What follows belongs to an exercise in optimizing a design on an open flow for small area, a short achievable clock period and few clock cycles; a production flow would make more cautious choices.
Only simulation tests tie the RTL to the original design; equivalence was not proved.
Power is estimated from default activity; no workload was simulated.

==> flow/design.v <==
module mx_quant (
    input  wire [14:0] it,
    input  wire [1:0]  fmt,     
    input  wire [2:0]  rnd,     
    input  wire        spec,    
    output wire [7:0]  elem,
    output wire        uf,
    output wire        nx
);
    localparam [2:0] RNE = 3'd0, RTZ = 3'd1, RU = 3'd2, RD = 3'd3, RNA = 3'd4;
    function round_up;
        input [2:0] mode;
        input       neg, lsb, g, s;
        begin
            case (mode)
                RNE:     round_up = g & (s | lsb);
                RU:      round_up = ~neg & (g | s);
                RD:      round_up = neg & (g | s);
                RNA:     round_up = g;
                default: round_up = 1'b0;
            endcase
        end
    endfunction
    wire       sgn  = it[14];
    wire       zero = it[13];
    wire [4:0] ef   = it[12:8];
    wire [2:0] sh   = it[7:5];
    wire [3:0] f    = it[4:1];
    wire       st   = it[0];
    wire fb3 = (fmt == 2'd0) | (fmt == 2'd3);    
    wire [9:0] p = {1'b1, f, 5'b0} >> sh;
    wire [6:0] code = fb3 ? {ef[3:0], p[8:6]} : {ef, p[8:7]};
    wire       lsb  = fb3 ? p[6] : p[7];
    wire       g    = fb3 ? p[5] : p[6];
    wire       s    = (fb3 ? (|p[4:0]) : (|p[5:0])) | st;
    wire       up   = round_up(rnd, sgn, lsb, g, s);
    wire [6:0] code_inc = code + 7'd1;
    wire [6:0] rsum     = up ? code_inc : code;
    reg [6:0] maxc;
    reg       ovf;
    always @* begin
        case (fmt)
            2'd0:    begin maxc = 7'h7E; ovf = (code == 7'h7F) | (up & (code == 7'h7E)); end
            2'd1:    begin maxc = 7'h7B; ovf = up & (code == 7'h7B); end
            default: begin maxc = 7'h1F; ovf = up & (code[4:0] == 5'h1F); end
        endcase
    end
    wire [6:0] mag     = ovf ? maxc : rsum;
    wire       inexact = g | s;
    wire allones = fb3 ? (&f[3:1]) : (&f[3:2]);
    wire g_full  = fb3 ? f[0] : f[1];
    wire s_full  = fb3 ? st : (f[0] | st);
    wire reach   = (sh == 3'd1) & allones & round_up(rnd, sgn, 1'b1, g_full, s_full);
    wire tiny    = (sh != 3'd0) & ~reach;
    wire [6:0] magz = zero ? 7'd0 : mag;
    assign elem = spec ? 8'd0 : (fmt[1] ? {2'b00, sgn, magz[4:0]} : {sgn, magz});
    assign nx   = ~spec & ~zero & (inexact | ovf);
    assign uf   = ~spec & ~zero & inexact & tiny;
endmodule
module kn4_mx_pack (
    input  wire         clk,
    input  wire         rst,           
    input  wire         in_valid,
    output wire         in_ready,
    input  wire [31:0]  in_data,       
    input  wire [1:0]   in_fmt,        
    input  wire [2:0]   in_rnd,        
    output reg          out_valid,
    input  wire         out_ready,
    output reg  [7:0]   out_scale,     
    output reg  [255:0] out_elem,      
    output reg  [3:0]   out_flags      
);
    reg        ir_v;                   
    reg [5:0]  occ;                    
    reg [4:0]  n;                      
    reg [5:0]  r;                      
    reg        f_v, b_v;               
    reg [4:0]  wc;                     
    reg        rdy;                    
    wire pop  = (r != 6'd0) & ~b_v;
    wire load = ir_v & (~occ[5] | pop);
    assign in_ready = rdy;
    reg [31:0] ir_d;
    reg [1:0]  ir_fmt;
    reg [2:0]  ir_rnd;
    wire ir_free = ~ir_v | ~occ[5] | pop;      
    always @(posedge clk) begin
        if (ir_free) begin
            ir_d   <= in_data;
            ir_fmt <= in_fmt;
            ir_rnd <= in_rnd;
        end
    end
    wire        sgn   = ir_d[31];
    wire [7:0]  ex    = ir_d[30:23];
    wire [22:0] fr    = ir_d[22:0];
    wire        ex_z  = (ex == 8'd0);
    wire        ex_f  = (&ex);
    wire        fr_nz = (fr != 23'd0);
    wire        is_nan  = ex_f & fr_nz;
    wire        is_inf  = ex_f & ~fr_nz;
    wire        is_zero = ex_z & ~fr_nz;
    wire        z16 = ~(|fr[22:7]);
    wire [22:0] nb  = z16 ? {fr[6:0], 16'd0} : fr;
    wire        k1  = ~z16 & (|fr[2:0]);
    wire        z8  = ~(|nb[22:15]);
    wire [22:3] nc  = z8 ? {nb[14:3], 8'd0} : nb[22:3];
    wire        k2  = |nc[10:3];
    wire        z4  = ~(|nc[22:19]);
    wire [22:11] nd = z4 ? {nc[18:11], 4'd0} : nc[22:11];
    wire        k3  = |nd[14:11];
    wire        z2  = ~(|nd[22:21]);
    wire [22:15] ne = z2 ? {nd[20:15], 2'd0} : nd[22:15];
    wire        k4  = |ne[16:15];
    wire        z1  = ~ne[22];
    wire [22:17] ng = z1 ? {ne[21:17], 1'b0} : ne[22:17];
    wire        k5  = ng[17];
    wire [4:0]  lz  = {z16, z8, z4, z2, z1};
    wire [8:0]  c_ex = is_zero ? 9'h100 :
                       ex_z    ? (9'd0 - {4'd0, lz}) :
                                 {1'b0, ex};
    wire [3:0]  c_f  = ex_z ? ng[21:18] : fr[22:19];
    wire        c_st = ex_z ? (k1 | k2 | k3 | k4 | k5) : (|fr[18:0]);
    wire [14:0] cin  = {sgn, c_ex, c_f, c_st};
    reg [1:0] fb_fmt;
    reg [2:0] fb_rnd;
    reg [7:0] fb_mx;                   
    reg       fb_spec, fb_nv;
    function [3:0] emax_of;
        input [1:0] fm;
        case (fm)
            2'd0:    emax_of = 4'd8;
            2'd1:    emax_of = 4'd15;
            2'd2:    emax_of = 4'd4;
            default: emax_of = 4'd2;
        endcase
    endfunction
    function [4:0] cf_of;
        input [1:0] fm;
        case (fm)
            2'd0:    cf_of = 5'd15;
            2'd1:    cf_of = 5'd30;
            2'd2:    cf_of = 5'd7;
            default: cf_of = 5'd3;
        endcase
    endfunction
    wire       first   = (n == 5'd0);
    wire [1:0] fmt_c   = first ? ir_fmt : fb_fmt;
    wire [2:0] rnd_c   = first ? ir_rnd : fb_rnd;
    wire [7:0] mx_prev = first ? {4'd0, emax_of(ir_fmt)} : fb_mx;
    wire [7:0] mx_c    = (ex > mx_prev) ? ex : mx_prev;
    wire       spec_c  = (~first & fb_spec) | ex_f;
    wire       nv_c    = (~first & fb_nv) | is_inf | (is_nan & ~fr[22]);
    wire       trans   = load & (n == 5'd31);
    always @(posedge clk) begin
        if (load) begin
            fb_fmt  <= fmt_c;
            fb_rnd  <= rnd_c;
            fb_mx   <= mx_c;
            fb_spec <= spec_c;
            fb_nv   <= nv_c;
        end
    end
    reg signed [9:0] hd_kn1;
    always @(posedge clk) begin
        if (trans)
            hd_kn1 <= $signed({5'd0, cf_of(fb_fmt)}) - $signed({2'd0, mx_c});
    end
    wire [14:0] stg [0:31];
    genvar gi;
    generate
        for (gi = 0; gi < 32; gi = gi + 1) begin : g_fifo
            reg  [14:0] q;
            wire en = (load & (gi <= n)) | (pop & (gi + r >= 32));
            always @(posedge clk) begin
                if (en) q <= (gi == 0) ? cin : stg[(gi == 0) ? 0 : gi - 1];
            end
            assign stg[gi] = q;
        end
    endgenerate
    wire [14:0] hv   = stg[31];
    wire        h_z  = (hv[13:5] == 9'h100);
    wire signed [9:0] ef = $signed({hv[13], hv[13:5]}) + hd_kn1;    
    wire        h_nm = ~ef[9] & (ef != 10'd0);
    wire [9:0]  ns   = 10'd1 - ef;                                
    wire [2:0]  h_sh = h_nm ? 3'd0 : ((ns > 10'd5) ? 3'd5 : ns[2:0]);
    wire [4:0]  h_ef = h_nm ? ef[4:0] : 5'd0;
    wire [14:0] item = {hv[14], h_z, h_ef, h_sh, hv[4:0]};
    reg [1:0] op_fmt;
    reg [2:0] op_rnd;
    reg       op_spec, op_nv;
    reg [7:0] op_scale;
    always @(posedge clk) begin
        if (pop && r == 6'd32) begin
            op_fmt   <= fb_fmt;
            op_rnd   <= fb_rnd;
            op_spec  <= fb_spec;
            op_nv    <= fb_nv;
            op_scale <= fb_spec ? 8'hFF : (fb_mx - {4'd0, emax_of(fb_fmt)});
        end
    end
    reg [14:0] fq, bq;
    wire wr = f_v & ((wc != 5'd0) | ~out_valid | out_ready);
    always @(posedge clk) begin
        if (~f_v | wr)
            fq <= b_v ? bq : item;
        else if (pop)
            bq <= item;
    end
    wire [7:0] q_elem;
    wire       q_uf, q_nx;
    mx_quant u_q (
        .it(fq), .fmt(op_fmt), .rnd(op_rnd), .spec(op_spec),
        .elem(q_elem), .uf(q_uf), .nx(q_nx)
    );
    wire out_free = ~out_valid | out_ready;
    genvar gj;
    generate
        for (gj = 0; gj < 32; gj = gj + 1) begin : g_out
            wire we = f_v & (wc == gj) & ((gj != 0) | out_free);
            always @(posedge clk) begin
                if (we) out_elem[8*gj +: 8] <= q_elem;
            end
        end
    endgenerate
    always @(posedge clk) begin
        if (wr) begin
            if (wc == 5'd0) begin
                out_scale <= op_scale;
                out_flags <= {op_nv, 1'b0, q_uf, q_nx};
            end else begin
                out_flags[1:0] <= out_flags[1:0] | {q_uf, q_nx};
            end
        end
    end
    wire       ir_v_n = ir_free ? in_valid : ir_v;
    wire [5:0] occ_n  = occ + {5'd0, load} - {5'd0, pop};
    wire [5:0] r_n    = trans ? 6'd32 : (r - {5'd0, pop});
    wire       b_v_n  = (~f_v | wr) ? 1'b0 : (pop | b_v);
    always @(posedge clk) begin
        if (rst) begin
            ir_v      <= 1'b0;
            occ       <= 6'd0;
            n         <= 5'd0;
            r         <= 6'd0;
            f_v       <= 1'b0;
            b_v       <= 1'b0;
            wc        <= 5'd0;
            out_valid <= 1'b0;
            rdy       <= 1'b1;
        end else begin
            ir_v <= ir_v_n;
            occ  <= occ_n;
            n    <= n + {4'd0, load};
            r    <= r_n;
            b_v  <= b_v_n;
            rdy  <= ~ir_v_n | ~occ_n[5] | ((r_n != 6'd0) & ~b_v_n);
            if (~f_v | wr)
                f_v <= b_v | pop;
            if (wr)
                wc <= wc + 5'd1;
            if (wr && wc == 5'd31)
                out_valid <= 1'b1;
            else if (out_ready)
                out_valid <= 1'b0;
        end
    end
endmodule
==> flow/flow/run.sh <==
#!/bin/bash
# Own layout flow: the standard synthesis unchanged, then the standard ORFS
# layout with plain buffers on the ports and timing repair aimed below the
# clock period (SETUP_SLACK_MARGIN) so that the achieved period shrinks.
set -euo pipefail
MARGIN=${MARGIN:-10.9}
bash standard.sh synth > synth.log 2>&1
bash standard.sh "BUFFER_PORTS_ARGS=-buffer_cell sky130_fd_sc_hd__buf_1" \
    "SETUP_SLACK_MARGIN=$MARGIN" finish > layout.log 2>&1
==> flow/standard.sh <==
#!/bin/bash
# synth_recipe.tcl (not shown) runs the flow's synth.tcl, then flattens the netlist and writes it again
# the make line also repeats each setting of config.mk as NAME=value (left out here)
make -C /OpenROAD-flow-scripts/flow DESIGN_CONFIG=/design/flow/config.mk WORK_HOME=/design/flow/orfs CLKGATE_MAP_FILE= SYNTH_SCRIPT=/design/flow/synth_recipe.tcl "${@:-finish}"
==> flow/config.mk <==
export PLATFORM = sky130hd
export DESIGN_NAME = kn4_mx_pack
export DESIGN_NICKNAME = kn4_mx_pack
export VERILOG_FILES = /design/flow/design.v
export SDC_FILE = /design/flow/constraint.sdc
export NUM_CORES = 4
export LEC_CHECK = 0
export CAP_MARGIN = 20
export CORE_MARGIN = 2
export CORE_UTILIZATION = 70
export CTS_CLUSTER_DIAMETER = 50
export CTS_CLUSTER_SIZE = 25
export PLACE_DENSITY = 0.8
export SLEW_MARGIN = 20
==> flow/constraint.sdc <==
create_clock -name core_clock -period 15.0 [get_ports {clk}]
set_input_delay 3.0000 -clock core_clock [delete_from_list [all_inputs] [get_ports {clk}]]
set_output_delay 3.0000 -clock core_clock [all_outputs]
set_load 0.01 [all_outputs]
==> results of run 1 <==
[stage by stage]
| step | std cells | power, W | worst slack, ns | util [%] | instance area, um2 |
|---|---|---|---|---|---|
| 6_report | 2692 | 0.006874 | 10.69 | 80.52 | 35610 |
| 5_1_grt | 2692 | 0.007135 | 10.68 | 80.52 | 35610 |
| 4_1_cts | 2683 | 0.006855 | 10.71 | 79.72 | 35250 |
| 3_5_place_dp | 2596 | 0.005336 | 10.17 | 75.66 | 33460 |
| 3_3_place_gp | 2596 | 0.005233 | 10.28 | 75.66 | 33460 |
| 2_1_floorplan | 1705 | 0.004789 | 10.73 | - | 31450 |
[synthesized netlist by cell type, types with 4 or more instances]
cell type	n
a211oi_1	8
a21o_1	17
a21oi_1	57
a31oi_1	18
a32oi_1	4
and2_1	19
and3_1	12
buf_1	5
buf_2	7
clkbuf_1	35
dfxtp_1	27
edfxtp_1	853
ha_1	54
inv_1	57
mux2_2	18
mux2i_1	9
nand2_1	69
nand2b_1	16
nand3_1	23
nand3b_1	4
nand4_1	8
nand4b_1	4
nor2_1	125
nor2b_1	25
nor3_1	26
nor4_1	11
o21a_1	4
o21ai_0	28
o21bai_1	6
o22ai_1	24
o2bb2ai_1	5
o31ai_1	6
or2_2	7
or3_1	9
xnor2_1	15
xor2_1	18
[routing by layer]
layer  vias to the layer above  wire length, um  track usage [%]
met3                       209             4874            3.721
met1                      8186            23980            35.20
li1                       7243                -                -
met5                         -                0                0
met4                         0             3059            11.56
met2                      1070            34630            51.48
[kinds of logic (layout without fill, tap and decap cells)]
group / count (synthesis) / in the layout
AO/OA/AOI/OAI: 227 / 227
XOR/XNOR: 33 / 33
adder cells (fa/ha/maj): 57 / 57
buffers and inverters: 107 / 501
flip-flops: 880 / 880
multiplexers: 28 / 28
other: 1 / 1
AND/OR/NAND/NOR: 372 / 373
[power groups by stage]
stage	logic (W)	clock network, W	registers [W]
after detailed placement	0.00134	0	0.00400
after global routing	0.00154	0.00156	0.00403
after floorplan	0.000911	0	0.00388
after CTS	0.00138	0.00148	0.00399
after global placement	0.00126	0	0.00397
final	0.00142	0.00146	0.00399
[worst reg2reg max path: cells and delay by family (launching register included)]
| kind | cells | cell delay [ns] |
|---|---|---|
| fa+ha+maj | 3 | 0.63 |
| compound gates | 6 | 0.62 |
| flops | 1 | 0.37 |
| simple gates | 9 | 1.93 |
| mux | 1 | 0.32 |
[worst min path at each step]
stage                            end  slack [ns]
global route         g_fifo[17].q[8]        0.41
detailed placement  g_fifo[10].q[11]        0.40
finish               g_fifo[25].q[0]        0.42
global placement     g_fifo[12].q[4]        0.40
floorplan                  fb_rnd[0]        0.40
CTS                  g_fifo[17].q[8]        0.42
[state kept, by name, indices dropped and copies added (netlist names), 8 cells and up]
| register | cells |
|---|---|
| bq | 15 |
| fb_mx | 8 |
| fq | 15 |
| g_fifo.q | 480 |
| hd_kn1 | 9 |
| ir_d | 32 |
| op_scale | 8 |
| out_elem | 256 |
| out_scale | 8 |
[what timing repair did]
item / in CTS / in global routing
endpoints found under the setup margin: 341 / 495
setup buffers: 1 / 8
pin swaps: 1 / 5
gates cloned: 1 / 0
resized for setup: 104 / 180
[final cells by class]
type                    instances  area, um2  share of cell area [%]
well taps                     592      740.7                   2.080
clock buffers                  59       1326                   3.725
repair buffers                359       1909                   5.362
clock inverters                26      281.5                  0.7906
flip-flops and latches        880      26170                   73.50
multi-input cells             719       4966                   13.95
inverters                      57      214.0                  0.6009
==> run summary, run 1 <==
Setup CP Type register to output port; final hold violations 0; Sink Count 880; clock share of power 21.3%; # IOs 311; syn_nets 1803; Clk Latency, worst-skew pair 0.62 ns; drt first-iter violations 1961; worst slew pin tran 1.141 ns; Synth Area in Compound Gates 4.976%; fin crit period 4.314 ns; FF-to-FF path depth 19; Syn Inst Count 1705; Crit. path cell count 1; Req. time, crit path 12.00 ns; RR Endpoint hd_kn1[8]; worst path cell trace clkbuf_2; ANT cells 0; Placer Congestion 0.8977; mux cell area share after synthesis 0.9825%; Seq pwr share 58.0%; hold buffer count at CTS 0; hold path cells 0; clock root buffer clkbuf_16; FF-to-FF Start n[3]; setup violators final 0; Fin Setup TNS 0 ns; crit start category register; top cells by area, synth edfxtp_1 (82%), ha_1 (2.2%), dfxtp_1 (1.7%); most frequent cells in the layout edfxtp_1 (853), clkbuf_2 (160), nor2_1 (123); Yosys reg bits 880; worst-path fanout max 1; Max Freq 0.2318 GHz; Die X 215.6 um; initial cell density of the core 70.85%; vias in the first global route 16514; area share of the leading cell type in the synthesized netlist 81.76%; VDD IR max 161.0 uV; CP startpoint out_elem[24]; Async S/R FF share, synth 0%; Power Internal 0.004788 W; largest family of logic cells by synthesized area simple AND/OR/NAND/NOR gates; Wirelength per Cell 24.72 um; P_leak 12.51 nW; Simple-Gate Fraction of Synth Area 5.915%; Top FF cell, synth edfxtp_1; largest net degree at the start of global routing 39; worst min path class register to register; Die H 215.6 um; Seq/Total Area, Yosys 83.49%; final period utilization 28.76%; share of layout cells above drive strength 1 21.05%; P_sw 0.002086 W; IO Port Bufs 309; Slew HR 23.65%; worst hold path startpoint g_fifo[24].q[0]; Max Slew Vio Count 0; drt first pass iters 7; final hold slack 0.4172 ns; Slowest-stage cell, CP edfxtp_1; Sw Share 30.34%; die area 46460 um2; H-tree levels 2; YS warnings 2; Post-Synth XOR/XNOR Area 0.9226%; Worst Skew 0.02401 ns; row count 77; Max Buffers Root-to-Sink 3; Final Routed Wirelength 66540 um; Inserted Clock Buffers 49; GRT Overall Usage 28.52%; reg2reg setup slack 10.88 ns; initial antenna violation count 0; crit end category output port; GRT overflow 0; Crit path arrival time 1.31 ns; Critical Path End out_elem[24]; Final ANT Viol Nets 0; wire length of the first global-routing pass 98900 um; Layout Area Growth over Synthesis 13.66%; clock-pin slew on the worst setup and hold paths 0.10 ns; Synth Area per Inst 18.37 um2; total number of vias 16708; commonest non-fill, non-tap cell in the layout edfxtp_1; pwr dens 193.0 nW/um2; DRC 0; Layout Nets 2164; fraction of the mapped netlist area in adder cells 2.348%; Core ar. 44220 um2; EDFF count, synth 853; library cells used by synthesis 77; cell taking the most area after synthesis edfxtp_1; TritonCTS clock tree built; largest stage delay on the critical path 0.51 ns; RSZ-0062 raised after global routing yes; MaxCap Viol Count 0; Vias/cell 6.207; worst path buffer plus inverter count 1; Post-Syn Area 31330 um2; Logic pwr share 20.7%; critical path's top delay family flip-flops; HPWL Detailed 39750 um; status complete, no violations; Filler cells 2180
Testbench counts, summed over its fixed seeds: cycles 12,568.
==> run 2, diff against run 1 <==
--- a/flow/design.v
+++ b/flow/design.v
@@ -74,3 +74,3 @@
     reg        ir_v;                   
-    reg [5:0]  occ;                    
+    reg        full;                   
     reg [4:0]  n;                      
@@ -81,3 +81,3 @@
     wire pop  = (r != 6'd0) & ~b_v;
-    wire load = ir_v & (~occ[5] | pop);
+    wire load = ir_v & (~full | pop);
     assign in_ready = rdy;
@@ -86,3 +86,3 @@
     reg [2:0]  ir_rnd;
-    wire ir_free = ~ir_v | ~occ[5] | pop;      
+    wire ir_free = ~ir_v | ~full | pop;        
     always @(posedge clk) begin
@@ -147,2 +147,11 @@
     endfunction
+    function [7:0] bias_of;
+        input [1:0] fm;
+        case (fm)
+            2'd0:    bias_of = 8'd7;
+            2'd1:    bias_of = 8'd15;
+            2'd2:    bias_of = 8'd3;
+            default: bias_of = 8'd1;
+        endcase
+    endfunction
     wire       first   = (n == 5'd0);
@@ -184,5 +193,8 @@
     wire signed [9:0] ef = $signed({hv[13], hv[13:5]}) + hd_kn1;    
-    wire        h_nm = ~ef[9] & (ef != 10'd0);
-    wire [9:0]  ns   = 10'd1 - ef;                                
-    wire [2:0]  h_sh = h_nm ? 3'd0 : ((ns > 10'd5) ? 3'd5 : ns[2:0]);
+    wire        ef_z = (ef == 10'd0);
+    wire        h_nm = ~ef[9] & ~ef_z;
+    wire        ef_n4 = &ef[9:2];                                 
+    wire [2:0]  h_sh = h_nm ? 3'd0 :
+                       ef_z ? 3'd1 :
+                       ef_n4 ? (3'd1 - ef[2:0]) : 3'd5;
     wire [4:0]  h_ef = h_nm ? ef[4:0] : 5'd0;
@@ -192,3 +204,2 @@
     reg       op_spec, op_nv;
-    reg [7:0] op_scale;
     always @(posedge clk) begin
@@ -199,3 +210,2 @@
             op_nv    <= fb_nv;
-            op_scale <= fb_spec ? 8'hFF : (fb_mx - {4'd0, emax_of(fb_fmt)});
         end
@@ -229,3 +239,3 @@
             if (wc == 5'd0) begin
-                out_scale <= op_scale;
+                out_scale <= op_spec ? 8'hFF : (bias_of(op_fmt) - hd_kn1[7:0]);
                 out_flags <= {op_nv, 1'b0, q_uf, q_nx};
@@ -237,4 +247,5 @@
     wire       ir_v_n = ir_free ? in_valid : ir_v;
-    wire [5:0] occ_n  = occ + {5'd0, load} - {5'd0, pop};
+    wire [4:0] n_n    = n + {4'd0, load};
     wire [5:0] r_n    = trans ? 6'd32 : (r - {5'd0, pop});
+    wire [5:0] occ_n  = {1'b0, n_n} + r_n;
     wire       b_v_n  = (~f_v | wr) ? 1'b0 : (pop | b_v);
@@ -243,3 +254,3 @@
             ir_v      <= 1'b0;
-            occ       <= 6'd0;
+            full      <= 1'b0;
             n         <= 5'd0;
@@ -253,4 +264,4 @@
             ir_v <= ir_v_n;
-            occ  <= occ_n;
-            n    <= n + {4'd0, load};
+            full <= occ_n[5];
+            n    <= n_n;
             r    <= r_n;
--- a/flow/flow/run.sh
+++ b/flow/flow/run.sh
@@ -5,3 +5,3 @@
 set -euo pipefail
-MARGIN=${MARGIN:-10.9}
+MARGIN=${MARGIN:-10.8}
 bash standard.sh synth > synth.log 2>&1
--- a/flow/config.mk
+++ b/flow/config.mk
@@ -9,6 +9,6 @@
 export CORE_MARGIN = 2
-export CORE_UTILIZATION = 70
+export CORE_UTILIZATION = 60
 export CTS_CLUSTER_DIAMETER = 50
-export CTS_CLUSTER_SIZE = 25
-export PLACE_DENSITY = 0.8
+export CTS_CLUSTER_SIZE = 20
+export PLACE_DENSITY = 0.7
 export SLEW_MARGIN = 20
==> run summary, run 2 <==
CP startpoint out_elem[57]; Die X 229.8 um (+6.6%); Largest register FFs 480 (unchanged); Post-Synth XOR/XNOR Area 0.8299% (-0.093 points); row count 82 (+6.5%); worst path cell trace buf_6; initial cell density of the core 60.88% (-10 points); die area 52830 um2 (+14%); ANT cells 0 (unchanged); Post-Syn Area 30600 um2 (-2.3%); Fin Setup TNS 0 ns (unchanged); HPWL Detailed 37730 um (-5.1%); commonest cells in the netlist edfxtp_1 (845), nor2_1 (123), nand2_1 (69); Layout Nets 2108 (-2.6%); syn_nets 1735 (-3.8%); Design Power 0.006618 W (-3.7%); area share of the leading cell type in the synthesized netlist 82.91% (+1.2 points); Max Buffers Root-to-Sink 3 (unchanged); commonest non-fill, non-tap cell in the layout edfxtp_1; crit start category register; drt first pass iters 6 (-1); Max Freq 0.2378 GHz (+2.6%); final period utilization 28.04% (-0.72 points); Seq/Total Area, Yosys 84.35% (+0.86 points); Final Cell Area 34980 um2 (-1.8%); Setup CP Type register to output port; Top FF cell, synth edfxtp_1; Vias/cell 5.674 (-8.6%); largest register by flop count g_fifo.q; # IOs 311 (unchanged); Yosys reg bits 867 (-1.5%); Slowest-stage cell, CP edfxtp_1; worst hold path startpoint g_fifo[20].q[8]; Seq pwr share 58.3% (+0.3 points); YS warnings 2 (unchanged); worst min path class register to register; worst slew pin tran 1.063 ns (-0.07778 ns); Sw Share 28.03% (-2.3 points); Final Routed Wirelength 55860 um (-16%); DRC 0 (unchanged); vias in the first global route 14829 (-10%); clock root buffer clkbuf_16; GRT overflow 0 (unchanged); Power Internal 0.004763 W (-0.53%); initial antenna violation count 0 (unchanged); fin crit period 4.206 ns (-0.1082 ns); Logic pwr share 18.4% (-2.3 points); Final ANT Viol Nets 0 (unchanged); Sink Count 867 (-1.5%); Wirelength per Cell 20.51 um (-17%); crit end category output port; final hold violations 0 (unchanged); most frequent cells in the layout edfxtp_1 (845), buf_1 (249), nor2_1 (120); Simple-Gate Fraction of Synth Area 5.638% (-0.28 points); wire length of the first global-routing pass 85490 um (-14%); IO Port Bufs 309 (unchanged); clock-pin slew on the worst setup and hold paths 0.08 ns (-0.02 ns); Placed Area 32840 um2 (-1.9%); top cells by area, synth edfxtp_1 (83%), ha_1 (2.0%), nor2_1 (1.5%); mux cell area share after synthesis 1.149% (+0.17 points); P_sw 0.001855 W (-11%); FF-to-FF Start n[1]; Synth Area per Inst 18.62 um2 (+1.3%); worst path buffer plus inverter count 1 (unchanged); TritonCTS clock tree built; clock share of power 23.3% (+2.0 points); Clk Latency, worst-skew pair 0.63 ns (about the same); library cells used by synthesis 73 (-5.2%); Core ar. 50270 um2 (+14%); RSZ-0062 raised after global routing yes; critical path's top delay family flip-flops; Req. time, crit path 12.00 ns (about the same); cell taking the most area after synthesis edfxtp_1; Synth Area in Compound Gates 4.742% (-0.23 points); largest family of logic cells by synthesized area simple AND/OR/NAND/NOR gates; Die H 229.8 um (+6.6%); worst-path fanout max 1 (unchanged); Syn Inst Count 1644 (-3.6%); drt first-iter violations 1286 (-34%); Max Slew Vio Count 0 (unchanged); pwr dens 189.2 nW/um2 (-2.0%); Crit path arrival time 1.21 ns (-0.10 ns); Layout Area Growth over Synthesis 14.29%; EDFF count, synth 845 (-0.94%); largest net degree at the start of global routing 39 (unchanged); Largest regs g_fifo.q (480), out_elem (256), ir_d (32); status complete, no violations; P_leak 11.78 nW (-5.8%); Slew HR 28.86% (+5.2 points); Async S/R FF share, synth 0% (unchanged); setup violators final 0 (unchanged); fraction of the mapped netlist area in adder cells 2.093% (-0.26 points); Worst Skew 0.02235 ns (-0.001660 ns); cell with the most instances after synthesis edfxtp_1; Placer Congestion 0.9053 (+0.85%); H-tree levels 2 (unchanged); Inserted Clock Buffers 57 (+16%); total number of vias 15455 (-7.5%); VDD IR max 127.1 uV (-21%); GRT Overall Usage 21.10% (-7.4 points); MaxCap Viol Count 0 (unchanged); share of layout cells above drive strength 1 12.91% (-8.1 points); largest stage delay on the critical path 0.43 ns (-0.08 ns)
## run 2: routing by layer
metal	vias up	GRT usage, %	wire length [um]
met5	-	0	0
met4	0	5.605	1101
li1	7094	-	-
met3	71	3.038	3596
met2	594	36.96	28620
met1	7696	28.02	22540
## run 2: final timing paths
path                                        end  slack [ns]  cells past startpoint
worst max-delay path               out_elem[57]       10.79                      1
worst min-delay path            g_fifo[21].q[8]        0.40                      0
worst max register to register        hd_kn1[7]       10.99                     17
worst min register to register  g_fifo[21].q[8]        0.40                      0
## run 2: kinds of logic (layout without fill, tap and decap cells)
family / after synthesis / after routing
compound gates: 217 / 218
fa+ha+maj: 50 / 50
buf+inv: 95 / 502
simple gates: 353 / 353
other cells: 1 / 1
flops: 867 / 867
mux: 32 / 32
xor+xnor: 29 / 29
## run 2: layout make-up
class,instances,area [um2]
flip-flops and latches,867,25820
fillers,3228,15290
multi-input cells,683,4638
repair buffers,358,1682
clock buffers,66,1470
well taps,672,840.8
clock inverters,28,339.1
inverters,50,191.4
## run 2: what timing repair did
item / in CTS / in global routing
endpoints found under the setup margin: 144 / 255
pin swaps: 1 / 1
setup buffers: 8 / 0
cloned: 1 / 0
gates resized for setup: 34 / 61
hold buffers: 0 / 0
## run 2: metrics by stage
step | hold WS [ns] | utilization, % | instances | worst slack, ns
6_report | 0.4041 | 69.58 | 2724 | 10.79
5_1_grt | 0.4215 | 69.58 | 2724 | 10.70
4_1_cts | 0.4188 | 69.28 | 2723 | 10.75
3_5_place_dp | 0.4045 | 65.32 | 2620 | 9.961
3_3_place_gp | 0.4034 | 65.29 | 2620 | 10.34
2_1_floorplan | 0.4003 | - | 1644 | 10.81
## run 2: power by group through the flow
| stage | sequential [W] | clock, W | combinational (W) |
|---|---|---|---|
| after floorplan | 0.00381 | 0 | 0.000781 |
| after global placement | 0.00389 | 0 | 0.00115 |
| after detailed placement | 0.00391 | 0 | 0.00119 |
| after CTS | 0.00386 | 0.00159 | 0.00122 |
| after global routing | 0.00391 | 0.00167 | 0.00135 |
| final | 0.00386 | 0.00154 | 0.00122 |
Testbench counts of run 2, summed over its fixed seeds: cycles 12,568.
==> run 3, diff against run 2 <==
--- a/flow/config.mk
+++ b/flow/config.mk
@@ -10,4 +10,4 @@
 export CORE_UTILIZATION = 60
-export CTS_CLUSTER_DIAMETER = 50
-export CTS_CLUSTER_SIZE = 20
+export CTS_CLUSTER_DIAMETER = 60
+export CTS_CLUSTER_SIZE = 30
 export PLACE_DENSITY = 0.7
==> run summary, run 3 <==
library cells used by synthesis 73 (unchanged); final core occ 68.81% (-0.77 points); cell with the most instances after synthesis edfxtp_1; FF-to-FF path depth 17 (unchanged); CP startpoint out_elem[245]; worst min path class register to register; Clk Latency, worst-skew pair 0.62 ns (about the same); syn_nets 1735 (unchanged); hold buffer count at CTS 0 (unchanged); ANT cells 0 (unchanged); Max Slew Vio Count 0 (unchanged); initial antenna violation count 0 (unchanged); RSZ-0062 raised after global routing yes; GRT overflow 0 (unchanged); P_sw 0.001829 W (-1.4%); pwr dens 185.2 nW/um2 (-2.1%); Syn Inst Count 1644 (unchanged); largest net degree at the start of global routing 39 (unchanged); GRT Overall Usage 20.79% (-0.31 points); setup violators final 0 (unchanged); worst path cell trace buf_6; # IOs 311 (unchanged); worst path buffer plus inverter count 1 (unchanged); critical path's top delay family flip-flops; worst hold path startpoint g_fifo[19].q[13]; crit start category register; clock share of power 21.0% (-2.3 points); Slowest-stage cell, CP edfxtp_1; register area 25820 um2 (unchanged); crit end category output port; VDD IR max 135.3 uV (+6.4%); Final ANT Viol Nets 0 (unchanged); EDFF count, synth 845 (unchanged); post-route non-filler standard cell count 2705 (-0.70%); largest stage delay on the critical path 0.44 ns (about the same); most frequent cells in the layout edfxtp_1 (845), buf_1 (249), nor2_1 (120); reg2reg setup slack 11.03 ns (+0.04 ns); Sink Count 867 (unchanged); Worst Skew 0.02678 ns (+0.004431 ns); DRC 0 (unchanged); Sw Share 28.55% (+0.52 points); YS warnings 2 (unchanged); Max Buffers Root-to-Sink 3 (unchanged); Yosys reg bits 867 (unchanged); Max Freq 0.2385 GHz (+0.30%); Seq/Total Area, Yosys 84.35% (unchanged); Wirelength per Cell 20.46 um (-0.24%); fin crit period 4.194 ns (-0.01240 ns); Core ar. 50270 um2 (unchanged); H-tree levels 2 (unchanged); vias in the first global route 14706 (-0.83%); Layout Nets 2094 (-0.66%); Slew HR 26.75% (-2.1 points); Setup CP Type register to output port; die area 52830 um2 (unchanged); total number of vias 15249 (-1.3%); worst slew pin tran 1.095 ns (+0.03147 ns); initial cell density of the core 60.88% (unchanged); Synth Area per Inst 18.62 um2 (unchanged); TritonCTS clock tree built; HPWL Detailed 37730 um (unchanged); Filler cells 3289 (+1.9%); Design Power 0.006408 W (-3.2%); P_leak 11.61 nW (-1.4%); Final Routed Wirelength 55340 um (-0.93%); DP Cell Count 2620 (unchanged); Placed Area 32840 um2 (unchanged); row count 82 (unchanged); cell taking the most area after synthesis edfxtp_1; area share of the leading cell type in the synthesized netlist 82.91% (unchanged); Logic pwr share 18.8% (+0.4 points); Largest register FFs 480 (unchanged); Final Cell Area 34590 um2 (-1.1%); Top FF cell, synth edfxtp_1; final hold violations 0 (unchanged); Fin Setup TNS 0 ns (unchanged); Crit path arrival time 1.19 ns (-0.02 ns); RR Endpoint hd_kn1[7]; wire length of the first global-routing pass 84040 um (-1.7%); Async S/R FF share, synth 0% (unchanged); Power Internal 0.004578 W (-3.9%); final period utilization 27.96% (-0.083 points); clock-pin slew on the worst setup and hold paths 0.10 ns (+0.02 ns); Worst Hold Path EP g_fifo[20].q[13]; share of layout cells above drive strength 1 12.69% (-0.22 points); Largest regs g_fifo.q (480), out_elem (256), ir_d (32); IO Port Bufs 309 (unchanged); Req. time, crit path 12.00 ns (about the same); drt first-iter violations 1269 (-1.3%); Placer Congestion 0.9053 (unchanged); commonest non-fill, non-tap cell in the layout edfxtp_1; Die H 229.8 um (unchanged); Post-Syn Area 30600 um2 (unchanged); largest register by flop count g_fifo.q; commonest cells in the netlist edfxtp_1 (845), nor2_1 (123), nand2_1 (69); Layout Area Growth over Synthesis 13.03%; multi-input logic area 4649 um2 (+0.24%); Die X 229.8 um (unchanged); Vias/cell 5.637 (-0.64%); top cells by area, synth edfxtp_1 (83%), ha_1 (2.0%), nor2_1 (1.5%); Seq pwr share 60.1% (+1.8 points); drt first pass iters 5 (-1); Inserted Clock Buffers 43 (-25%); MaxCap Viol Count 0 (unchanged); clock root buffer clkbuf_16; FF-to-FF Start n[0]; worst-path fanout max 1 (unchanged); hold path cells 0 (unchanged); status complete, no violations
-- run 3: changes by cell type in the layout (fill, tap and decap cells not counted), moves of 2 or more --
cell	before	now
buf_4	44	47
a221o_2	2	0
a221o_4	0	2
clkinv_1	4	0
clkbuf_2	42	51
buf_12	4	1
clkbuf_16	57	43
buf_2	14	6
clkbuf_1	8	0
inv_6	2	9
-- run 3: repair_timing --
item / 4_1_cts / 5_1_grt
setup buffers: 5 / 3
endpoints found under the setup margin: 92 / 265
resized for setup: 22 / 74
cloned: 1 / 0
pin swaps: 2 / 1
-- run 3: power by group through the flow --
stage,clock (W),combinational [W],sequential (W)
after floorplan,0,0.000781,0.00381
after global placement,0,0.00115,0.00389
after detailed placement,0,0.00119,0.00391
after CTS,0.00139,0.00121,0.00386
after global routing,0.00147,0.00134,0.00390
final,0.00135,0.00121,0.00385
-- run 3: metal layers --
layer | share of wire (%) | global-route usage (%)
met5 | 0 | 0
met4 | 2.3 | 6.411
met3 | 6.2 | 3.894
met2 | 51 | 36.02
met1 | 40 | 26.94
-- run 3: worst max-delay path by stage --
stage / endpoint / slack (ns) / depth (start not counted)
floorplan: rdy / 10.81 / 7
global placement: out_elem[173] / 10.34 / 14
detailed placement: out_elem[173] / 9.96 / 14
CTS: out_elem[157] / 10.76 / 1
global route: hd_kn1[7] / 10.73 / 17
finish: out_elem[245] / 10.81 / 1
-- run 3: layout make-up --
cell class | count | share of cell area (%)
Multi-Input combinational cell | 683 | 13.44
Sequential cell | 867 | 74.63
Clock buffer | 43 | 3.111
Tap cell | 672 | 2.431
Inverter | 50 | 0.5534
Timing Repair Buffer | 358 | 4.735
Clock inverter | 32 | 1.096
-- run 3: kinds of logic after synthesis --
family / count (synthesis) / share of synthesized area [%]
buffers and inverters: 95 / 1.186
adder cells (fa/ha/maj): 50 / 2.093
AO/OA/AOI/OAI: 217 / 4.743
flip-flops: 867 / 84.35
XOR/XNOR: 29 / 0.8299
other: 1 / 0.01225
multiplexers: 32 / 1.149
AND/OR/NAND/NOR: 353 / 5.638
-- run 3: per-stage QoR --
step | hold WS (ns) | setup WS, ns
after CTS | 0.4102 | 10.76
after global routing | 0.4164 | 10.73
after detailed placement | 0.4045 | 9.961
after floorplan | 0.4003 | 10.81
final | 0.4039 | 10.81
after global placement | 0.4034 | 10.34
==> run 4, diff against run 3 <==
--- a/flow/config.mk
+++ b/flow/config.mk
@@ -7,3 +7,3 @@
 export LEC_CHECK = 0
-export CAP_MARGIN = 20
+export CAP_MARGIN = 5
 export CORE_MARGIN = 2
@@ -13,2 +13,2 @@
 export PLACE_DENSITY = 0.7
-export SLEW_MARGIN = 20
+export SLEW_MARGIN = 5
==> run summary, run 4 <==
FF-to-FF path depth 15 (-2); worst path buffer plus inverter count 1 (unchanged); EDFF count, synth 845 (unchanged); share of layout cells above drive strength 1 11.05% (-1.6 points); VDD IR max 122.3 uV (-9.6%); worst slew pin tran 1.098 ns (+0.003261 ns); Max Freq 0.2389 GHz (+0.19%); Die X 229.8 um (unchanged); GRT overflow 0 (unchanged); vias in the first global route 14759 (+0.36%); Post-Syn Area 30600 um2 (unchanged); library cells used by synthesis 73 (unchanged); # IOs 311 (unchanged); Sink Count 867 (unchanged); ANT cells 0 (unchanged); worst hold path startpoint g_fifo[19].q[13]; cell taking the most area after synthesis edfxtp_1; Layout Area Growth over Synthesis 12.85%; hold path cells 0 (unchanged); Max Buffers Root-to-Sink 3 (unchanged); Largest regs g_fifo.q (480), out_elem (256), ir_d (32); most frequent cells in the layout edfxtp_1 (845), buf_1 (284), nor2_1 (120); Final ANT Viol Nets 0 (unchanged); register area 25820 um2 (about the same); fin crit period 4.185 ns (-0.008100 ns); multi-input logic area 4603 um2 (-1.0%); initial cell density of the core 60.88% (unchanged); drt first-iter violations 1289 (+1.6%); initial antenna violation count 0 (unchanged); largest net degree at the start of global routing 39 (unchanged); DP Cell Count 2620 (unchanged); Req. time, crit path 12.00 ns (about the same); Max Slew Vio Count 0 (unchanged); setup violators final 0 (unchanged); Final Routed Wirelength 55030 um (-0.56%); commonest cells in the netlist edfxtp_1 (845), nor2_1 (123), nand2_1 (69); YS warnings 2 (unchanged); RSZ-0062 raised after global routing yes; Yosys reg bits 867 (unchanged); status complete, no violations; HPWL Detailed 37570 um (-0.42%); Crit path arrival time 1.19 ns (about the same); worst min path class register to register; DRC 0 (unchanged); Seq/Total Area, Yosys 84.35% (unchanged); wire length of the first global-routing pass 83890 um (-0.18%); Slowest-stage cell, CP edfxtp_1; worst-path fanout max 1 (unchanged); critical path's top delay family flip-flops; Vias/cell 5.667 (+0.52%); Die H 229.8 um (unchanged); Syn Inst Count 1644 (unchanged); Placer Congestion 0.9053 (unchanged); FF-to-FF Start op_fmt[0]; drt first pass iters 5 (unchanged); Clk Latency, worst-skew pair 0.60 ns (-0.02 ns); CP startpoint out_elem[157]; crit start category register; pwr dens 185.6 nW/um2 (+0.21%); Top FF cell, synth edfxtp_1; Filler cells 3287 (-0.061%); final core occ 68.70% (-0.11 points); worst path cell trace clkbuf_2; Async S/R FF share, synth 0% (unchanged); Synth Area per Inst 18.62 um2 (unchanged); Slew HR 26.53% (-0.22 points); final hold violations 0 (unchanged); IO Port Bufs 309 (unchanged); Final Cell Area 34540 um2 (-0.16%); Setup CP Type register to output port; Placed Area 32830 um2 (about the same); MaxCap Viol Count 0 (unchanged); syn_nets 1735 (unchanged); largest register by flop count g_fifo.q; post-route non-filler standard cell count 2708 (+0.11%); Crit. path cell count 1 (unchanged); crit end category output port; clock root buffer clkbuf_16; final period utilization 27.90% (-0.054 points); die area 52830 um2 (unchanged); top cells by area, synth edfxtp_1 (83%), ha_1 (2.0%), nor2_1 (1.5%); GRT Overall Usage 20.65% (-0.14 points); Wirelength per Cell 20.32 um (-0.67%); Worst Skew 0.01154 ns (-0.01524 ns); area share of the leading cell type in the synthesized netlist 82.91% (unchanged); largest stage delay on the critical path 0.44 ns (about the same); Layout Nets 2098 (+0.19%); Core ar. 50270 um2 (unchanged); row count 82 (unchanged); P_leak 11.51 nW (-0.91%); Fin Setup TNS 0 ns (unchanged); TritonCTS clock tree built; commonest non-fill, non-tap cell in the layout edfxtp_1; H-tree levels 2 (unchanged); total number of vias 15346 (+0.64%); Largest register FFs 480 (unchanged); Inserted Clock Buffers 43 (unchanged); cell with the most instances after synthesis edfxtp_1; clock-pin slew on the worst setup and hold paths 0.10 ns (about the same)
[run 4: cell counts after synthesis]
No cell type changed its count.
[run 4: through the flow]
| stage | total power [W] | worst slack (ns) | hold WS, ns |
|---|---|---|---|
| final | 0.006411 | 10.81 | 0.4156 |
| after detailed placement | 0.005088 | 10.00 | 0.4045 |
| after global placement | 0.005038 | 10.34 | 0.4034 |
| after CTS | 0.006462 | 10.77 | 0.4191 |
| after floorplan | 0.004586 | 10.81 | 0.4003 |
| after global routing | 0.006723 | 10.68 | 0.4245 |
[run 4: layout make-up]
| type | instances | share of cell area, % |
|---|---|---|
| repair buffers | 362 | 4.757 |
| multi-input cells | 683 | 13.33 |
| clock buffers | 43 | 3.116 |
| well taps | 672 | 2.435 |
| inverters | 50 | 0.5543 |
| clock inverters | 31 | 1.051 |
| flip-flops and latches | 867 | 74.76 |
[run 4: repair_timing]
item | in CTS | in global routing
gates cloned | 1 | 0
endpoints found under the setup margin | 82 | 227
pin swaps | 1 | 1
hold buffers | 0 | 0
gates resized for setup | 16 | 40
buffers inserted | 8 | 4
[run 4: power by group]
| group | internal [W] | switching (W) |
|---|---|---|
| Combinational | 0.000369 | 0.000845 |
| Clock | 0.000599 | 0.000748 |
| Sequential | 0.00362 | 0.000232 |
| Total | 0.00459 | 0.00182 |
[run 4: path summary, 6_finish.rpt]
| kind | to | slack, ns |
|---|---|---|
| worst max-delay path | out_elem[157] | 10.81 |
| worst min-delay path | g_fifo[20].q[13] | 0.42 |
| worst max register to register | out_elem[141] | 11.01 |
| worst min register to register | g_fifo[20].q[13] | 0.42 |
[run 4: kinds of logic (layout without fill, tap and decap cells)]
family,count (synthesis),count (layout),synth area share (%)
multiplexers,32,32,1.149
adder cells (fa/ha/maj),50,50,2.093
buffers and inverters,95,486,1.186
flip-flops,867,867,84.35
AND/OR/NAND/NOR,353,353,5.638
AO/OA/AOI/OAI,217,218,4.743
other,1,1,0.01225
XOR/XNOR,29,29,0.8299
[run 4: per-layer routing]
metal	up-vias	wire (um)	share of wire, %	track usage [%]
met1	7596	22070	40	26.74
met3	80	3587	6.5	3.162
li1	7067	-	-	-
met5	-	0	0	0
met2	603	28030	51	36.47
met4	0	1343	2.4	6.089
==> run 5, diff against run 4 <==
--- a/flow/config.mk
+++ b/flow/config.mk
@@ -12,2 +12,3 @@
 export CTS_CLUSTER_SIZE = 30
+export GPL_TIMING_DRIVEN = 0
 export PLACE_DENSITY = 0.7
==> run summary, run 5 <==
critical path's top delay family flip-flops; Top FF cell, synth edfxtp_1; crit start category register; cell with the most instances after synthesis edfxtp_1; Worst Skew 0.02529 ns (+0.01374 ns); Inserted Clock Buffers 43 (unchanged); HPWL Detailed 38730 um (+3.1%); Met3 Wirelength 4057 um (+13%); TritonCTS clock tree built; Post-Syn Area 30600 um2 (unchanged); hold path cells 0 (unchanged); most frequent cells in the layout edfxtp_1 (845), buf_1 (244), nor2_1 (119); Die X 229.8 um (unchanged); row count 82 (unchanged); Max Slew Vio Count 0 (unchanged); met2 wire len 28660 um (+2.3%); pwr dens 184.3 nW/um2 (-0.72%); Setup CP Type register to output port; VDD IR max 119.5 uV (-2.3%); fin crit period 4.204 ns (+0.01860 ns); Final Routed Wirelength 56880 um (+3.4%); Slowest-stage cell, CP edfxtp_1; setup violators final 0 (unchanged); hold buffer count at CTS 0 (unchanged); largest register by flop count g_fifo.q; Die H 229.8 um (unchanged); total number of vias 15572 (+1.5%); final hold violations 0 (unchanged); final hold slack 0.4059 ns (-0.009742 ns); Design Power 0.006477 W (+1.0%); Max Freq 0.2379 GHz (-0.44%); RSZ-0062 raised after global routing yes; Sink Count 867 (unchanged); worst path buffer plus inverter count 1 (unchanged); largest stage delay on the critical path 0.43 ns (about the same); initial cell density of the core 60.88% (unchanged); crit end category output port; P_leak 11.78 nW (+2.4%); wire length of the first global-routing pass 84840 um (+1.1%); Largest regs g_fifo.q (480), out_elem (256), ir_d (32); Clk Latency, worst-skew pair 0.61 ns (about the same); Synth Area per Inst 18.62 um2 (unchanged); GRT Overall Usage 21.05% (+0.39 points); worst path cell trace clkbuf_2; cell taking the most area after synthesis edfxtp_1; die area 52830 um2 (unchanged); area share of the leading cell type in the synthesized netlist 82.91% (unchanged); IO Port Bufs 308 (-0.32%); worst-path fanout max 1 (unchanged); YS warnings 2 (unchanged); Seq/Total Area, Yosys 84.35% (unchanged); library cells used by synthesis 73 (unchanged); DP Cell Count 2644 (+0.92%); Core ar. 50270 um2 (unchanged); Largest register FFs 480 (unchanged); MaxCap Viol Count 0 (unchanged); vias in the first global route 14736 (-0.16%); Final Cell Area 35150 um2 (+1.8%); routed metal-1 wirelength 22680 um (+2.8%); drt first pass iters 5 (unchanged); Placed Area 33010 um2 (+0.58%); H-tree levels 2 (unchanged); Crit. path cell count 1 (unchanged); largest net degree at the start of global routing 38 (-2.6%); Fin Setup TNS 0 ns (unchanged); Slew HR 24.45% (-2.1 points); Vias/cell 5.669 (about the same); worst slew pin tran 1.133 ns (+0.03540 ns); Final ANT Viol Nets 0 (unchanged); EDFF count, synth 845 (unchanged); Yosys reg bits 867 (unchanged); Max Buffers Root-to-Sink 3 (unchanged); Layout Area Growth over Synthesis 14.84%; Wirelength per Cell 20.71 um (+1.9%); # IOs 311 (unchanged); Syn Inst Count 1644 (unchanged); GRT overflow 0 (unchanged); share of layout cells above drive strength 1 14.46% (+3.4 points); top cells by area, synth edfxtp_1 (83%), ha_1 (2.0%), nor2_1 (1.5%); DRC 0 (unchanged); Layout Nets 2134 (+1.7%); FF-to-FF path depth 21 (+6); ANT cells 0 (unchanged); commonest non-fill, non-tap cell in the layout edfxtp_1; Req. time, crit path 12.00 ns (about the same); Crit path arrival time 1.20 ns (about the same); uppermost layer routed met4; status complete, no violations; commonest cells in the netlist edfxtp_1 (845), nor2_1 (123), nand2_1 (69); post-route non-filler standard cell count 2747 (+1.4%); final period utilization 28.03% (+0.12 points); initial antenna violation count 0 (unchanged); syn_nets 1735 (unchanged); Placer Congestion 0.8953 (-1.1%); clock-pin slew on the worst setup and hold paths 0.11 ns (about the same); Async S/R FF share, synth 0% (unchanged); clock root buffer clkbuf_16; worst min path class register to register; drt first-iter violations 1136 (-12%)
==> run 5: cell counts after synthesis <==
Identical to the previous run, type by type.
==> run 5: through the flow <==
stage | setup WS (ns) | util [%]
2_1_floorplan | 10.81 | -
3_3_place_gp | 8.669 | 64.94
3_5_place_dp | 9.820 | 65.67
4_1_cts | 10.75 | 69.17
5_1_grt | 10.72 | 69.91
6_report | 10.80 | 69.91
==> run 5: worst reg2reg max path, cell delays in order (launching register included) <==
cell and delay, ns:
dfxtp_2 0.34, buf_6 0.15, nor3_4 0.26, buf_6 0.17, a21oi_1 0.11, a21o_1 0.20
ha_1 0.28, and3_4 0.16, a221oi_2 0.27, a211o_1 0.21, buf_6 0.14, mux2_2 0.36
ha_2 0.20, inv_1 0.11, a2111oi_4 0.06, mux2i_1 0.22, buf_4 0.15, buf_4 0.09
buf_4 0.09, buf_4 0.10, and3_1 0.14, nor2_1 0.04
==> run 5: logic make-up (layout without fill, tap and decap cells) <==
family | Yosys count | in the layout | synth area share [%]
buffers and inverters | 95 | 523 | 1.186
and+or+nand+nor | 353 | 353 | 5.638
adders and majority gates | 50 | 50 | 2.093
DFF | 867 | 867 | 84.35
AOI/OAI and AO/OA | 217 | 220 | 4.743
other | 1 | 1 | 0.01225
muxes | 32 | 32 | 1.149
xor gates and xnor gates | 29 | 29 | 0.8299
==> run 5: repair_timing <==
item / CTS / global route
buffers inserted: 14 / 9
resized for setup: 41 / 103
cloned: 2 / 1
pin swaps: 7 / 7
endpoints found under the setup margin: 194 / 288
==> run 5: per-layer routing <==
layer	vias up	track usage, %
met1	7743	27.62
met2	600	36.49
met5	-	0
met3	89	3.708
met4	0	6.089
li1	7140	-
==> run 5: area by class of cell <==
cell class	instances	area, um2
plain buffers	45	210.2
clock buffers	47	1101
clock inverters	30	402.9
fillers	3213	15130
inverters	50	191.4
multi-input cells	685	4896
flip-flops and latches	867	25820
well taps	672	840.8
repair buffers	351	1688
==> run 5: worst paths after layout <==
check                                      start               end  slack [ns]
worst max-delay path               out_elem[105]     out_elem[105]       10.80
worst min-delay path            g_fifo[19].q[14]  g_fifo[20].q[14]        0.41
worst max register to register              n[2]         hd_kn1[3]       10.94
worst min register to register  g_fifo[19].q[14]  g_fifo[20].q[14]        0.41
==> run 5: power breakdown <==
group,switching [W],total (W),leakage (nW),internal (W)
clock,0.000772,0.00137,0.728,0.000598
combinational,0.000911,0.00128,2.93,0.000368
sequential,0.000200,0.00383,8.12,0.00363
total,0.00188,0.00648,11.8,0.00459
==> run 6, diff against run 5 <==
--- a/flow/config.mk
+++ b/flow/config.mk
@@ -9,7 +9,6 @@
 export CORE_MARGIN = 2
-export CORE_UTILIZATION = 60
+export CORE_UTILIZATION = 55
 export CTS_CLUSTER_DIAMETER = 60
 export CTS_CLUSTER_SIZE = 30
-export GPL_TIMING_DRIVEN = 0
-export PLACE_DENSITY = 0.7
+export PLACE_DENSITY = 0.65
 export SLEW_MARGIN = 5
==> run summary, run 6 <==
final period utilization 27.96% (-0.063 points); Wirelength per Cell 19.81 um (-4.3%); Vias/cell 5.468 (-3.5%); Die H 239.9 um (+4.4%); RSZ-0062 raised after global routing yes; Placer Congestion 0.8936 (-0.19%); Synth Area in Compound Gates 4.742% (unchanged); initial antenna violation count 1 (+1); P_leak 11.73 nW (-0.44%); Syn Inst Count 1644 (unchanged); commonest cells in the netlist edfxtp_1 (845), nor2_1 (123), nand2_1 (69); Layout Nets 2095 (-1.8%); crit start category register; share of layout cells above drive strength 1 13.64% (-0.82 points); total number of vias 15235 (-2.2%); Req. time, crit path 12.00 ns (about the same); wire length of the first global-routing pass 84010 um (-0.98%); fraction of the mapped netlist area in adder cells 2.093% (unchanged); worst-path fanout max 1 (unchanged); EDFF count, synth 845 (unchanged); die area 57550 um2 (+8.9%); Crit path arrival time 1.19 ns (about the same); library cells used by synthesis 73 (unchanged); critical path's top delay family flip-flops; worst slew pin tran 1.119 ns (-0.01426 ns); VDD IR max 129.6 uV (+8.5%); area share of the leading cell type in the synthesized netlist 82.91% (unchanged); Simple-Gate Fraction of Synth Area 5.638% (unchanged); worst path buffer plus inverter count 1 (unchanged); Yosys reg bits 867 (unchanged); crit end category output port; final hold violations 0 (unchanged); largest family of logic cells by synthesized area simple AND/OR/NAND/NOR gates; Top FF cell, synth edfxtp_1; TritonCTS clock tree built; Core ar. 55090 um2 (+9.6%); most frequent cells in the layout edfxtp_1 (845), buf_1 (232), nor2_1 (120); drt first-iter violations 1061 (-6.6%); Max Slew Vio Count 0 (unchanged); Synth Area per Inst 18.62 um2 (unchanged); Slew HR 24.82% (+0.38 points); cell with the most instances after synthesis edfxtp_1; GRT Overall Usage 19.03% (-2.0 points); drt first pass iters 5 (unchanged); vias in the first global route 14762 (+0.18%); ANT cells 0 (unchanged); status complete, no violations; MaxCap Viol Count 0 (unchanged); Seq/Total Area, Yosys 84.35% (unchanged); HPWL Detailed 37320 um (-3.7%); top cells by area, synth edfxtp_1 (83%), ha_1 (2.0%), nor2_1 (1.5%); Max Freq 0.2384 GHz (+0.22%); Async S/R FF share, synth 0% (unchanged); H-tree levels 2 (unchanged); Sink Count 867 (unchanged); syn_nets 1735 (unchanged); # IOs 311 (unchanged); clock root buffer clkbuf_16; commonest non-fill, non-tap cell in the layout edfxtp_1; fin crit period 4.195 ns (-0.009400 ns); Final Routed Wirelength 55200 um (-3.0%); Setup CP Type register to output port; Post-Syn Area 30600 um2 (unchanged); mux cell area share after synthesis 1.149% (unchanged); Placed Area 32920 um2 (-0.28%); worst min path class register to register; Fin Setup TNS 0 ns (unchanged); Inserted Clock Buffers 46 (+7.0%); GRT overflow 0 (unchanged); Design Power 0.006517 W (+0.61%); Slowest-stage cell, CP edfxtp_1; setup violators final 0 (unchanged); Final Cell Area 34870 um2 (-0.78%); cell taking the most area after synthesis edfxtp_1; Worst Skew 0.03362 ns (+0.008330 ns); largest net degree at the start of global routing 39 (+2.6%); largest stage delay on the critical path 0.42 ns (about the same); clock-pin slew on the worst setup and hold paths 0.10 ns (about the same); Final ANT Viol Nets 0 (unchanged); Post-Synth XOR/XNOR Area 0.8299% (unchanged); pwr dens 186.9 nW/um2 (+1.4%); initial cell density of the core 55.55% (-5.3 points); Clk Latency, worst-skew pair 0.63 ns (+0.02 ns); DRC 0 (unchanged); Largest regs g_fifo.q (480), out_elem (256), ir_d (32); IO Port Bufs 309 (+0.32%); Max Buffers Root-to-Sink 3 (unchanged); Die X 239.9 um (+4.4%); YS warnings 2 (unchanged); worst path cell trace clkbuf_2; Largest register FFs 480 (unchanged); largest register by flop count g_fifo.q; Layout Area Growth over Synthesis 13.95%; row count 86 (+4.9%)
==> run 6: cell counts after synthesis <==
Identical to the previous run, type by type.
==> run 6: path summary, 6_finish.rpt <==
| check | start | endpoint | slack, ns | depth (start not counted) |
|---|---|---|---|---|
| max reg2reg | n[3] | hd_kn1[7] | 11.07 | 17 |
| max | out_elem[151] | out_elem[151] | 10.81 | 1 |
| min reg2reg | g_fifo[19].q[8] | g_fifo[20].q[8] | 0.39 | 0 |
| min | g_fifo[19].q[8] | g_fifo[20].q[8] | 0.39 | 0 |
==> run 6: logic make-up after synthesis <==
kind of cell,Yosys count
xor gates and xnor gates,29
buffers and inverters,95
other,1
DFF,867
and+or+nand+nor,353
adders and majority gates,50
AOI/OAI and AO/OA,217
muxes,32
==> run 6: metrics by stage <==
stage / hold slack [ns] / instances / utilization, % / worst slack, ns
global route: 0.3885 / 2786 / 63.30 / 10.75
CTS: 0.3914 / 2784 / 62.97 / 10.76
global placement: 0.4018 / 2696 / 59.75 / 10.31
floorplan: 0.4003 / 1644 / - / 10.81
detailed placement: 0.4045 / 2696 / 59.75 / 9.918
finish: 0.3922 / 2786 / 63.30 / 10.81
==> run 6: routing by layer <==
layer / up-vias / track usage [%] / part of all wire [%]
li1: 7065 / - / -
met1: 7599 / 23.90 / 40
met2: 485 / 33.67 / 51
met3: 84 / 3.088 / 5.8
met4: 2 / 6.738 / 2.8
met5: - / 0 / 0.016
==> run 6: area by class of cell <==
class                      instances  area, um2
clock buffer                      49       1162
timing repair buffer             356       1644
clock inverter                    33      469.2
multi-input combinational        683       4651
sequential                       867      25820
inverter                          50      191.4
tap                              748      935.9
fill                            3897      20220
==> run 6: power by group <==
| group | total, W | internal (W) | switching [W] |
|---|---|---|---|
| registers | 0.00384 | 0.00362 | 0.000222 |
| logic | 0.00122 | 0.000361 | 0.000858 |
| clock network | 0.00146 | 0.000665 | 0.000792 |
| total | 0.00652 | 0.00465 | 0.00187 |
==> run 6: repair_timing <==
item | 4_1_cts | 5_1_grt
resized for setup | 31 | 85
setup buffers | 5 | 2
endpoints found under the hold margin | 0 | 0
pin swaps | 2 | 1
hold buffers | 0 | 0
cloned | 1 | 0
endpoints found under the setup margin | 138 | 307
==> run 7, diff against run 6 <==
--- a/flow/config.mk
+++ b/flow/config.mk
@@ -9,6 +9,6 @@
 export CORE_MARGIN = 2
-export CORE_UTILIZATION = 55
+export CORE_UTILIZATION = 65
 export CTS_CLUSTER_DIAMETER = 60
 export CTS_CLUSTER_SIZE = 30
-export PLACE_DENSITY = 0.65
+export PLACE_DENSITY = 0.75
 export SLEW_MARGIN = 5
==> run summary, run 7 <==
Syn Inst Count 1644 (unchanged); clock root buffer clkbuf_16; IO Port Bufs 309 (unchanged); status complete, no violations; H-tree levels 2 (unchanged); final period utilization 28.31% (+0.34 points); Crit path arrival time 1.25 ns (+0.06 ns); GRT overflow 0 (unchanged); HPWL Detailed 38890 um (+4.2%); area share of the leading cell type in the synthesized netlist 82.91% (unchanged); wire length of the first global-routing pass 89620 um (+6.7%); Final ANT Viol Nets 0 (unchanged); Core ar. 46560 um2 (-15%); commonest cells in the netlist edfxtp_1 (845), nor2_1 (123), nand2_1 (69); largest register by flop count g_fifo.q; library cells used by synthesis 73 (unchanged); share of layout cells above drive strength 1 14.26% (+0.62 points); Die X 221.0 um (-7.9%); worst path buffer plus inverter count 1 (unchanged); Worst Skew 0.03862 ns (+0.004999 ns); EDFF count, synth 845 (unchanged); cell with the most instances after synthesis edfxtp_1; Seq/Total Area, Yosys 84.35% (unchanged); Yosys reg bits 867 (unchanged); Slowest-stage cell, CP edfxtp_1; worst slew pin tran 1.125 ns (+0.006140 ns); Async S/R FF share, synth 0% (unchanged); FF-to-FF Start n[0]; final hold violations 0 (unchanged); syn_nets 1735 (unchanged); Clk Latency, worst-skew pair 0.63 ns (about the same); vias in the first global route 15094 (+2.2%); crit end category output port; pwr dens 188.0 nW/um2 (+0.61%); Top FF cell, synth edfxtp_1; Layout Nets 2096 (+0.048%); Max Slew Vio Count 0 (unchanged); largest stage delay on the critical path 0.46 ns (+0.04 ns); initial antenna violation count 0 (-1); DRC 0 (unchanged); ANT cells 0 (unchanged); Synth Area per Inst 18.62 um2 (unchanged); drt first pass iters 8 (+3); Largest register FFs 480 (unchanged); Max Buffers Root-to-Sink 3 (unchanged); drt first-iter violations 1365 (+29%); Fin Setup TNS 0 ns (unchanged); Vias/cell 5.916 (+8.2%); fin crit period 4.246 ns (+0.05150 ns); Sink Count 867 (unchanged); Placer Congestion 0.8903 (-0.37%); Post-Syn Area 30600 um2 (unchanged); total number of vias 15618 (+2.5%); most frequent cells in the layout edfxtp_1 (845), buf_1 (213), nor2_1 (119); worst path cell trace clkbuf_2; P_leak 11.75 nW (+0.19%); setup violators final 0 (unchanged); FF-to-FF path depth 18 (+1); crit start category register; row count 79 (-8.1%); Wirelength per Cell 22.45 um (+13%); CP startpoint out_elem[9]; clock-pin slew on the worst setup and hold paths 0.11 ns (about the same); Largest regs g_fifo.q (480), out_elem (256), ir_d (32); Filler cells 2704 (-31%); die area 48830 um2 (-15%); TritonCTS clock tree built; Crit. path cell count 1 (unchanged); commonest non-fill, non-tap cell in the layout edfxtp_1; worst hold path startpoint g_fifo[27].q[3]; Layout Area Growth over Synthesis 13.16%; VDD IR max 138.6 uV (+6.9%); Die H 221.0 um (-7.9%); largest net degree at the start of global routing 39 (unchanged); Setup CP Type register to output port; Slew HR 24.41% (-0.41 points); initial cell density of the core 65.74% (+10 points); Design Power 0.006511 W (about the same); Final Routed Wirelength 59280 um (+7.4%); hold path cells 0 (unchanged); GRT Overall Usage 24.00% (+5.0 points); Req. time, crit path 12.00 ns (about the same); Max Freq 0.2355 GHz (-1.2%); cell taking the most area after synthesis edfxtp_1; Inserted Clock Buffers 43 (-6.5%); final hold slack 0.4132 ns (+0.02097 ns); top cells by area, synth edfxtp_1 (83%), ha_1 (2.0%), nor2_1 (1.5%); YS warnings 2 (unchanged); RSZ-0062 raised after global routing yes; worst min path class register to register; MaxCap Viol Count 0 (unchanged); critical path's top delay family flip-flops; # IOs 311 (unchanged); worst-path fanout max 1 (unchanged)
run 7: changes by cell type in the layout (fill, tap and decap cells not counted), sizes merged:
cell and change:
inv +2, buf -14, clkbuf +15, clkinv -6, bufinv -1, clkinvlp -1
run 7: what timing repair did:
item                       in CTS  in global routing
setup endpoints to repair     144                309
cloned                          1                  0
hold buffers                    0                  0
setup buffers                   8                  3
pin swaps                       2                  1
gates resized for setup        34                102
run 7: metrics by stage:
step	area (um2)	instances	util [%]	worst slack (ns)
5_1_grt	34630	2640	74.39	10.72
3_3_place_gp	32740	2555	70.33	10.30
3_5_place_dp	32740	2555	70.33	10.17
6_report	34630	2640	74.39	10.75
2_1_floorplan	30650	1644	-	10.81
4_1_cts	34410	2637	73.91	10.71
run 7: power by group:
group	internal [W]	switching (W)
clock network	0.000619	0.000778
logic	0.000368	0.000877
registers	0.00362	0.000248
run 7: cell families (layout without fill, tap and decap cells):
| family | after synthesis | count (layout) | synth area share, % |
|---|---|---|---|
| flip-flops | 867 | 867 | 84.35 |
| AND/OR/NAND/NOR | 353 | 353 | 5.638 |
| AO/OA/AOI/OAI | 217 | 218 | 4.743 |
| buffers and inverters | 95 | 483 | 1.186 |
| adder cells (fa/ha/maj) | 50 | 50 | 2.093 |
| multiplexers | 32 | 32 | 1.149 |
| XOR/XNOR | 29 | 29 | 0.8299 |
| other | 1 | 1 | 0.01225 |
run 7: final timing paths:
kind,endpoint,slack (ns)
min reg2reg,g_fifo[28].q[3],0.41
max,out_elem[9],10.75
max reg2reg,hd_kn1[7],11.01
min,g_fifo[28].q[3],0.41
run 7: final cells by class:
type	instances	area, um2	share of cell area, %
sequential	867	25820	74.55
multi-input combinational	683	4641	13.40
timing repair buffer	360	1723	4.975
clock buffer	46	1109	3.201
tap	607	759.5	2.193
clock inverter	27	390.4	1.127
inverter	50	191.4	0.5528
run 7: routing by layer:
metal | vias up | routed length [um] | global-route usage, %
li1 | 7049 | - | -
met1 | 7790 | 23430 | 31.23
met2 | 680 | 30970 | 42.49
met3 | 99 | 3524 | 3.984
met4 | 0 | 1350 | 6.322
met5 | - | 0 | 0

## static timing again, ports no longer ideal
The flow's constraints put no driver on any port. The routed layouts listed below were extracted and timed again, unchanged, in two steps.
Step 1: set_driving_cell puts a clkbuf_16 on clk and a buf_2 on each other input, an assumption about the parent block.
Step 2 times the ports against the registers' clock, not the clock port: input delays grow and output delays shrink by t, the midpoint of the rising clock arrivals with the driver on.
Three values: no drivers, after step 1, after step 2; two values: the first two.
run	t (ns)	slack for setup (ns)	worst register clock-pin slew, ns	pins driven straight from the clock port
run 1	0.661	10.686 / 10.629 / 10.362	0.10 / 0.10	1
run 2	0.674	10.794 / 10.740 / 10.502	0.08 / 0.08	1
run 3	0.655	10.807 / 10.754 / 10.503	0.10 / 0.10	1
run 4	0.647	10.815 / 10.763 / 10.520	0.10 / 0.10	1
run 5	0.659	10.796 / 10.740 / 10.327	0.11 / 0.11	1
run 6	0.665	10.805 / 10.749 / 10.465	0.11 / 0.11	1
run 7	0.659	10.754 / 10.699 / 10.456	0.11 / 0.11	1
After both steps setup and hold are still met in every run listed. The setup slack of run 5, which loses most, moves by -0.056 ns with the drivers and by -0.469 ns with both steps.
